This is an optimization exercise on Yosys and OpenROAD, whose aim is small area, a short achievable clock period and few clock cycles per item, not a production implementation.
In this exercise RTL edits were held to simulation tests only and were not proved equivalent to the original.
Power figures rest on the tool's default switching activity, not on a simulated workload.

==> module trig_slots, before the edit <==
module trig_slots (
    input  wire         clk,
    input  wire         rst,           
    input  wire         arm,
    input  wire [7:0]   cfg_kind,
    input  wire [7:0]   cfg_dir,
    input  wire [3:0]   cfg_nosettle,
    input  wire [95:0]  cfg_level,
    input  wire [63:0]  cfg_on,
    input  wire [63:0]  cfg_off,
    input  wire [19:0]  cfg_l,
    input  wire [19:0]  cfg_s,
    input  wire [3:0]   cfg_lfreeze,
    input  wire         in_valid,
    output wire         in_ready,
    input  wire [31:0]  in_data,
    output reg          res_valid,
    output reg  [3:0]   res_meet,
    output reg  [3:0]   res_active
);
    assign in_ready = 1'b1;
    reg        smp_v;
    reg [23:0] smp_x;
    reg [23:0] smp_a;                             
    reg        smp_settle, smp_stale, smp_fill;
    wire [23:0] in_x = in_data[31:8];
    always @(posedge clk) begin
        smp_v      <= in_valid & ~rst;
        smp_x      <= in_x;
        smp_a      <= in_x[23] ? (~in_x + 24'd1) : in_x;
        smp_settle <= in_data[0];
        smp_stale  <= in_data[3];
        smp_fill   <= in_data[6];
    end
    wire        forget = smp_fill | smp_stale;    
    wire        ev_all = ~forget;                 
    wire        ev_ns  = ~forget & ~smp_settle;   
    reg arm_d;
    always @(posedge clk) arm_d <= arm & ~rst;
    reg [20:0] cnt_all, cnt_ns;
    always @(posedge clk) begin
        if (arm) begin
            cnt_all <= 21'd0;
            cnt_ns  <= 21'd0;
        end else if (smp_v) begin
            cnt_all <= cnt_all + {20'd0, ev_all};
            cnt_ns  <= cnt_ns  + {20'd0, ev_ns};
        end
    end
    reg b_any;
    always @(posedge clk) begin
        b_any     <= smp_v & ~rst;
        res_valid <= b_any & ~rst;
    end
    genvar g;
    generate
        for (g = 0; g < 4; g = g + 1) begin : slot
            reg [1:0]  kind;
            reg [1:0]  dir;
            reg        nosettle;
            reg [23:0] level;
            reg [15:0] on_r, off_r;
            reg [4:0]  l_r, s_r;
            reg        lfreeze;
            reg [39:0] sta, lta;
            reg        active, warm;
            reg        big;           
            reg        has_prev, p_lt, p_gt;
            reg        b_v;           
            reg        b_sl;          
            reg        b_ready;       
            reg        b_lm;          
            reg [24:0] kb_r;          
            wire is_lvl = (kind == 2'd1);
            wire is_sl  = (kind == 2'd3);
            wire eval   = nosettle ? ev_ns : ev_all;
            wire [20:0] n = nosettle ? cnt_ns : cnt_all;
            wire ready  = warm | (n == (21'd1 << l_r));
            wire x_lt = $signed(smp_x) < $signed(level);
            wire x_gt = $signed(smp_x) > $signed(level);
            wire lvl_meet = has_prev &
                            (((dir == 2'd0 || dir == 2'd2) && p_lt && !x_lt) ||
                             ((dir == 2'd1 || dir == 2'd2) && p_gt && !x_gt));
            wire [39:0] sta_n, lta_n;
            ts_upd u_sta (.v(sta), .a(smp_a), .sh(s_r), .y(sta_n));
            ts_upd u_lta (.v(lta), .a(smp_a), .sh(l_r), .y(lta_n));
            wire a_sl = smp_v & is_sl & eval;
            wire [39:0] lam = {lta[39:17], lta[16] | ~big, lta[15:0] & {16{big}}};
            wire        ge;
            wire [24:0] kb_on, kb_off;
            ts_benc e_on  (.k(on_r),  .kb(kb_on));
            ts_benc e_off (.k(off_r), .kb(kb_off));
            ts_cmp u_cmp (.s(sta), .lam(lam), .kb(kb_r), .ge(ge));
            wire act_b  = b_ready ? ge : active;
            wire meet_b = b_ready & ~active & ge;
            wire act_nx = arm_d ? 1'b0 : (b_v ? act_b : active);
            always @(posedge clk) begin
                if (rst)
                    kind <= 2'd0;
                else if (arm)
                    kind <= cfg_kind[2*g +: 2];
                if (arm) begin
                    dir      <= cfg_dir[2*g +: 2];
                    nosettle <= cfg_nosettle[g];
                    level    <= cfg_level[24*g +: 24];
                    on_r     <= cfg_on[16*g +: 16];
                    off_r    <= cfg_off[16*g +: 16];
                    l_r      <= cfg_l[5*g +: 5];
                    s_r      <= cfg_s[5*g +: 5];
                    lfreeze  <= cfg_lfreeze[g];
                end
                b_v     <= a_sl & ~rst;
                b_sl    <= is_sl;
                b_ready <= ready;
                b_lm    <= smp_v & is_lvl & eval & lvl_meet;
                kb_r    <= act_nx ? kb_off : kb_on;
                if (arm_d) begin
                    sta      <= 40'd0;
                    lta      <= 40'd0;
                    big      <= 1'b0;
                    warm     <= 1'b0;
                    has_prev <= 1'b0;
                end else begin
                    if (a_sl) begin
                        sta  <= sta_n;
                        warm <= ready;
                        if (!(act_nx && lfreeze)) begin
                            lta <= lta_n;
                            big <= |lta_n[39:16];
                        end
                    end
                    if (smp_v && is_lvl) begin
                        if (forget) begin
                            has_prev <= 1'b0;
                        end else if (eval) begin
                            has_prev <= 1'b1;
                            p_lt     <= x_lt;
                            p_gt     <= x_gt;
                        end
                    end
                end
                active <= act_nx;
                if (b_any) begin
                    res_meet[g]   <= b_v ? meet_b : b_lm;
                    res_active[g] <= b_sl & (b_v ? act_b : active);
                end
            end
        end
    endgenerate
endmodule
Settings: LEC_CHECK=0, CAP_MARGIN=20, CORE_MARGIN=2, CORE_UTILIZATION=50, PLACE_DENSITY=0.65, SLEW_MARGIN=20; clock period 34.0 ns.
run.sh (not shown) runs the stock make flow with config.mk's settings and CLKGATE_MAP_FILE= SYNTH_SCRIPT=/design/flow/synth_recipe.tcl, a recipe that flattens the netlist after the stock synthesis.
Testbench counts at the start, summed over its fixed seeds: cycles 32,056, items 32,000.
Change:
--- a/flow/design.v
+++ b/flow/design.v
@@ -57,7 +57,5 @@
         for (g = 0; g < 4; g = g + 1) begin : slot
             reg [1:0]  kind;
-            reg [1:0]  dir;
             reg        nosettle;
-            reg [23:0] level;
             reg [15:0] on_r, off_r;
             reg [4:0]  l_r, s_r;
@@ -73,4 +71,6 @@
             reg [24:0] kb_r;          
             wire is_lvl = (kind == 2'd1);
+            wire [23:0] level = {off_r[7:0], on_r};
+            wire [1:0]  dir   = off_r[9:8];
             wire is_sl  = (kind == 2'd3);
             wire eval   = nosettle ? ev_ns : ev_all;
@@ -101,9 +101,13 @@
                     kind <= cfg_kind[2*g +: 2];
                 if (arm) begin
-                    dir      <= cfg_dir[2*g +: 2];
                     nosettle <= cfg_nosettle[g];
-                    level    <= cfg_level[24*g +: 24];
-                    on_r     <= cfg_on[16*g +: 16];
-                    off_r    <= cfg_off[16*g +: 16];
+                    if (cfg_kind[2*g +: 2] == 2'd1) begin
+                        on_r       <= cfg_level[24*g +: 16];
+                        off_r[9:0] <= {cfg_dir[2*g +: 2], cfg_level[24*g+16 +: 8]};
+                    end else begin
+                        on_r       <= cfg_on[16*g +: 16];
+                        off_r[9:0] <= cfg_off[16*g +: 10];
+                    end
+                    off_r[15:10] <= cfg_off[16*g+10 +: 6];
                     l_r      <= cfg_l[5*g +: 5];
                     s_r      <= cfg_s[5*g +: 5];
Outcome: Clock power drops by about 6%. Power came out higher by 6.0%. Combinational power rises by 12%. Worst setup slack gets worse by 0.37 ns. Non-clock buffer count went up by 34. Final area drops by 0.38%. Sequential share of layout area shrinks by 2.0 points. Utilization rose by 0.16 points. Synthesized area is lower by 0.33%. Count of clock-buffer cells in the layout decreases by 21. Worst hold slack is better by 0.010 ns. Global-route usage went up by 2.6 points.
Testbench counts after the change, summed over its fixed seeds: cycles 32,056, items 32,000.

========
Setup of main:
RTL: one of the versions met above, not the one the previous note started from.
For scale: roughly 18000 cells after synthesis, about 140000 um2 of cells after synthesis.
==> module trig_slots, before the edit <==
module trig_slots (
    input  wire         clk,
    input  wire         rst,           
    input  wire         arm,
    input  wire [7:0]   cfg_kind,
    input  wire [7:0]   cfg_dir,
    input  wire [3:0]   cfg_nosettle,
    input  wire [95:0]  cfg_level,
    input  wire [63:0]  cfg_on,
    input  wire [63:0]  cfg_off,
    input  wire [19:0]  cfg_l,
    input  wire [19:0]  cfg_s,
    input  wire [3:0]   cfg_lfreeze,
    input  wire         in_valid,
    output wire         in_ready,
    input  wire [31:0]  in_data,
    output reg          res_valid,
    output reg  [3:0]   res_meet,
    output reg  [3:0]   res_active
);
    assign in_ready = 1'b1;
    reg        smp_v;
    reg [23:0] smp_x;
    reg [23:0] smp_a;                             
    reg        smp_settle, smp_stale, smp_fill;
    wire [23:0] in_x = in_data[31:8];
    always @(posedge clk) begin
        smp_v      <= in_valid & ~rst;
        smp_x      <= in_x;
        smp_a      <= in_x[23] ? (~in_x + 24'd1) : in_x;
        smp_settle <= in_data[0];
        smp_stale  <= in_data[3];
        smp_fill   <= in_data[6];
    end
    wire        forget = smp_fill | smp_stale;    
    wire        ev_all = ~forget;                 
    wire        ev_ns  = ~forget & ~smp_settle;   
    reg arm_d;
    always @(posedge clk) arm_d <= arm & ~rst;
    reg [20:0] cnt_all, cnt_ns;
    always @(posedge clk) begin
        if (arm) begin
            cnt_all <= 21'd0;
            cnt_ns  <= 21'd0;
        end else if (smp_v) begin
            cnt_all <= cnt_all + {20'd0, ev_all};
            cnt_ns  <= cnt_ns  + {20'd0, ev_ns};
        end
    end
    reg b_any;
    always @(posedge clk) begin
        b_any     <= smp_v & ~rst;
        res_valid <= b_any & ~rst;
    end
    genvar g;
    generate
        for (g = 0; g < 4; g = g + 1) begin : slot
            reg [1:0]  kind;
            reg        nosettle;
            reg [15:0] on_r, off_r;
            reg [4:0]  l_r, s_r;
            reg        lfreeze;
            reg [39:0] sta, lta;
            reg        active, warm;
            reg        big;           
            reg        has_prev, p_lt, p_gt;
            reg        b_v;           
            reg        b_sl;          
            reg        b_ready;       
            reg        b_lm;          
            reg [24:0] kb_r;          
            wire is_lvl = (kind == 2'd1);
            wire [23:0] level = {off_r[7:0], on_r};
            wire [1:0]  dir   = off_r[9:8];
            wire is_sl  = (kind == 2'd3);
            wire eval   = nosettle ? ev_ns : ev_all;
            wire [20:0] n = nosettle ? cnt_ns : cnt_all;
            wire ready  = warm | (n == (21'd1 << l_r));
            wire x_lt = $signed(smp_x) < $signed(level);
            wire x_gt = $signed(smp_x) > $signed(level);
            wire lvl_meet = has_prev &
                            (((dir == 2'd0 || dir == 2'd2) && p_lt && !x_lt) ||
                             ((dir == 2'd1 || dir == 2'd2) && p_gt && !x_gt));
            wire [39:0] sta_n, lta_n;
            ts_upd u_sta (.v(sta), .a(smp_a), .sh(s_r), .y(sta_n));
            ts_upd u_lta (.v(lta), .a(smp_a), .sh(l_r), .y(lta_n));
            wire a_sl = smp_v & is_sl & eval;
            wire [39:0] lam = {lta[39:17], lta[16] | ~big, lta[15:0] & {16{big}}};
            wire        ge;
            wire [24:0] kb_on, kb_off;
            ts_benc e_on  (.k(on_r),  .kb(kb_on));
            ts_benc e_off (.k(off_r), .kb(kb_off));
            ts_cmp u_cmp (.s(sta), .lam(lam), .kb(kb_r), .ge(ge));
            wire act_b  = b_ready ? ge : active;
            wire meet_b = b_ready & ~active & ge;
            wire act_nx = arm_d ? 1'b0 : (b_v ? act_b : active);
            always @(posedge clk) begin
                if (rst)
                    kind <= 2'd0;
                else if (arm)
                    kind <= cfg_kind[2*g +: 2];
                if (arm) begin
                    nosettle <= cfg_nosettle[g];
                    if (cfg_kind[2*g +: 2] == 2'd1) begin
                        on_r       <= cfg_level[24*g +: 16];
                        off_r[9:0] <= {cfg_dir[2*g +: 2], cfg_level[24*g+16 +: 8]};
                    end else begin
                        on_r       <= cfg_on[16*g +: 16];
                        off_r[9:0] <= cfg_off[16*g +: 10];
                    end
                    off_r[15:10] <= cfg_off[16*g+10 +: 6];
                    l_r      <= cfg_l[5*g +: 5];
                    s_r      <= cfg_s[5*g +: 5];
                    lfreeze  <= cfg_lfreeze[g];
                end
                b_v     <= a_sl & ~rst;
                b_sl    <= is_sl;
                b_ready <= ready;
                b_lm    <= smp_v & is_lvl & eval & lvl_meet;
                kb_r    <= act_nx ? kb_off : kb_on;
                if (arm_d) begin
                    sta      <= 40'd0;
                    lta      <= 40'd0;
                    big      <= 1'b0;
                    warm     <= 1'b0;
                    has_prev <= 1'b0;
                end else begin
                    if (a_sl) begin
                        sta  <= sta_n;
                        warm <= ready;
                        if (!(act_nx && lfreeze)) begin
                            lta <= lta_n;
                            big <= |lta_n[39:16];
                        end
                    end
                    if (smp_v && is_lvl) begin
                        if (forget) begin
                            has_prev <= 1'b0;
                        end else if (eval) begin
                            has_prev <= 1'b1;
                            p_lt     <= x_lt;
                            p_gt     <= x_gt;
                        end
                    end
                end
                active <= act_nx;
                if (b_any) begin
                    res_meet[g]   <= b_v ? meet_b : b_lm;
                    res_active[g] <= b_sl & (b_v ? act_b : active);
                end
            end
        end
    endgenerate
endmodule
==> module ts_upd, before the edit <==
module ts_upd (
    input  wire [39:0] v,
    input  wire [23:0] a,
    input  wire [4:0]  sh,
    output wire [39:0] y
);
    wire [40:0] d = {1'b0, a, 16'd0} - {1'b0, v};
    wire        n = d[40];
    wire [40:0] q = $signed(d) >>> sh;
    wire [20:0] f;
    assign f[0] = 1'b0;
    genvar j;
    generate
        for (j = 1; j <= 20; j = j + 1) begin : rc
            if (j == 1) begin : b1
                assign f[j] = d[0] & ~n;
            end else begin : bn
                assign f[j] = d[j-1] & (~n | (|d[j-2:0]));
            end
        end
    endgenerate
    wire rb = f[sh];
    assign y = v + q[39:0] + {39'd0, rb};
endmodule
clock: 34.0 ns
lec_check: 0
cap_margin: 60
core_margin: 2
core_utilization: 50
place_density: 0.65
slew_margin: 60
setup_slack_margin: 25.5
standard.sh (not shown) runs the stock make flow with config.mk's settings and CLKGATE_MAP_FILE= SYNTH_SCRIPT=/design/flow/synth_recipe.tcl, a recipe that flattens the netlist after the stock synthesis.
==> flow/flow/run.sh <==
#!/bin/bash
set -e
export SETUP_SLACK_MARGIN=25.5
echo "export SETUP_SLACK_MARGIN = 25.5" >> config.mk
bash standard.sh > standard.log 2>&1
Testbench counts of main, summed over its fixed seeds: cycles 32,056, items 32,000.
### main -> the feature branch
--- a/flow/design.v
+++ b/flow/design.v
@@ -20,16 +20,18 @@
 );
     assign in_ready = 1'b1;
     reg        smp_v;
     reg [23:0] smp_x;
     reg [23:0] smp_a;                             
+    reg        smp_neg;                           
     reg        smp_settle, smp_stale, smp_fill;
     wire [23:0] in_x = in_data[31:8];
     always @(posedge clk) begin
         smp_v      <= in_valid & ~rst;
         smp_x      <= in_x;
-        smp_a      <= in_x[23] ? (~in_x + 24'd1) : in_x;
+        smp_a      <= in_x ^ {24{in_x[23]}};
+        smp_neg    <= in_x[23];
         smp_settle <= in_data[0];
         smp_stale  <= in_data[3];
         smp_fill   <= in_data[6];
     end
     wire        forget = smp_fill | smp_stale;    
@@ -60,11 +62,10 @@
             reg [15:0] on_r, off_r;
             reg [4:0]  l_r, s_r;
             reg        lfreeze;
             reg [39:0] sta, lta;
             reg        active, warm;
-            reg        big;           
             reg        has_prev, p_lt, p_gt;
             reg        b_v;           
             reg        b_sl;          
             reg        b_ready;       
             reg        b_lm;          
@@ -80,13 +81,14 @@
             wire x_gt = $signed(smp_x) > $signed(level);
             wire lvl_meet = has_prev &
                             (((dir == 2'd0 || dir == 2'd2) && p_lt && !x_lt) ||
                              ((dir == 2'd1 || dir == 2'd2) && p_gt && !x_gt));
             wire [39:0] sta_n, lta_n;
-            ts_upd u_sta (.v(sta), .a(smp_a), .sh(s_r), .y(sta_n));
-            ts_upd u_lta (.v(lta), .a(smp_a), .sh(l_r), .y(lta_n));
+            ts_upd u_sta (.v(sta), .a(smp_a), .ai(smp_neg), .sh(s_r), .y(sta_n));
+            ts_upd u_lta (.v(lta), .a(smp_a), .ai(smp_neg), .sh(l_r), .y(lta_n));
             wire a_sl = smp_v & is_sl & eval;
+            wire        big = |lta[39:16];
             wire [39:0] lam = {lta[39:17], lta[16] | ~big, lta[15:0] & {16{big}}};
             wire        ge;
             wire [24:0] kb_on, kb_off;
             ts_benc e_on  (.k(on_r),  .kb(kb_on));
             ts_benc e_off (.k(off_r), .kb(kb_off));
@@ -119,21 +121,18 @@
                 b_lm    <= smp_v & is_lvl & eval & lvl_meet;
                 kb_r    <= act_nx ? kb_off : kb_on;
                 if (arm_d) begin
                     sta      <= 40'd0;
                     lta      <= 40'd0;
-                    big      <= 1'b0;
                     warm     <= 1'b0;
                     has_prev <= 1'b0;
                 end else begin
                     if (a_sl) begin
                         sta  <= sta_n;
                         warm <= ready;
-                        if (!(act_nx && lfreeze)) begin
+                        if (!(act_nx && lfreeze))
                             lta <= lta_n;
-                            big <= |lta_n[39:16];
-                        end
                     end
                     if (smp_v && is_lvl) begin
                         if (forget) begin
                             has_prev <= 1'b0;
                         end else if (eval) begin
@@ -142,25 +141,27 @@
                             p_gt     <= x_gt;
                         end
                     end
                 end
                 active <= act_nx;
-                if (b_any) begin
-                    res_meet[g]   <= b_v ? meet_b : b_lm;
-                    res_active[g] <= b_sl & (b_v ? act_b : active);
-                end
+                res_meet[g]   <= b_v ? meet_b : b_lm;
+                res_active[g] <= b_sl & (b_v ? act_b : active);
             end
         end
     endgenerate
 endmodule
 module ts_upd (
     input  wire [39:0] v,
     input  wire [23:0] a,
+    input  wire        ai,
     input  wire [4:0]  sh,
     output wire [39:0] y
 );
-    wire [40:0] d = {1'b0, a, 16'd0} - {1'b0, v};
+    wire        bl = |v[15:0];
+    wire [24:0] dh = {1'b0, a} + {1'b1, ~v[39:16]} + {24'd0, ai} + {24'd0, ~bl};
+    wire [15:0] dl = 16'd0 - v[15:0];
+    wire [40:0] d  = {dh, dl};
     wire        n = d[40];
     wire [40:0] q = $signed(d) >>> sh;
     wire [20:0] f;
     assign f[0] = 1'b0;
     genvar j;
Findings:
- No stage failed in the feature branch, and the final checks on the layout all came back clean.
- main -> the feature branch: final-layout clock-cell area share flat
- Summary of the feature branch over main: fmax has increased, time the worst path needs with I/O delays and setup has decreased, area of the die has decreased.
- Looking at total design power across main and the feature branch, the one that comes out lower is main.
- Between main and the feature branch, the flow reports die width decreasing slightly.
- Per the comparison of the feature branch with main, cell count fell 635; depth of the worst hold-timing path fell 1; delay of the slowest critical-path stage fell 0.16 ns.
- The feature branch: detailed-route wire length lower than main
- main → the feature branch: clock share of power now sits lower; slack of the critical path went up by 0.16 ns; slew of the pin with the lowest slew margin now smaller.
Testbench counts of the feature branch, summed over its fixed seeds: cycles 32,056, items 32,000.

afterwards: timing with drivers on the ports:
No port has a modelled driver above. Below, the same layouts with a new extraction and two added sets of constraints. Step 1 assumes that a clkbuf_16 drives the clock port and a buf_2 every other input. Step 2 moves the port delays by t, midway between the first and last clock arrival at a register: inputs arrive t later, outputs are due t later. That takes back most of the time a late clock gives input paths. Slacks: ideal ports / drivers / drivers and shift; pairs: ideal ports / drivers.
run | shift t [ns] | setup WS [ns] | latest minus earliest clock arrival (ns) | slew at the worst register clock pin (ns) | worst slew at a driven data input, ns
the first run of note 1 | 0.994 | 24.494 / 24.494 / 23.786 | 0.101 / 0.102 | 0.07 / 0.07 | 0.09
the second run of note 1 | 0.951 | 24.123 / 24.123 / 24.123 | 0.093 / 0.092 | 0.09 / 0.09 | 0.32
main | 0.937 | 25.557 / 25.453 / 24.603 | 0.092 / 0.092 | 0.08 / 0.08 | 0.30
the feature branch | 0.962 | 25.714 / 25.621 / 25.000 | 0.051 / 0.052 | 0.07 / 0.07 | 0.21
After both steps every run listed still meets setup and hold. The setup slack of main, which loses most, moves by -0.104 ns with the drivers and by -0.954 ns with both steps.
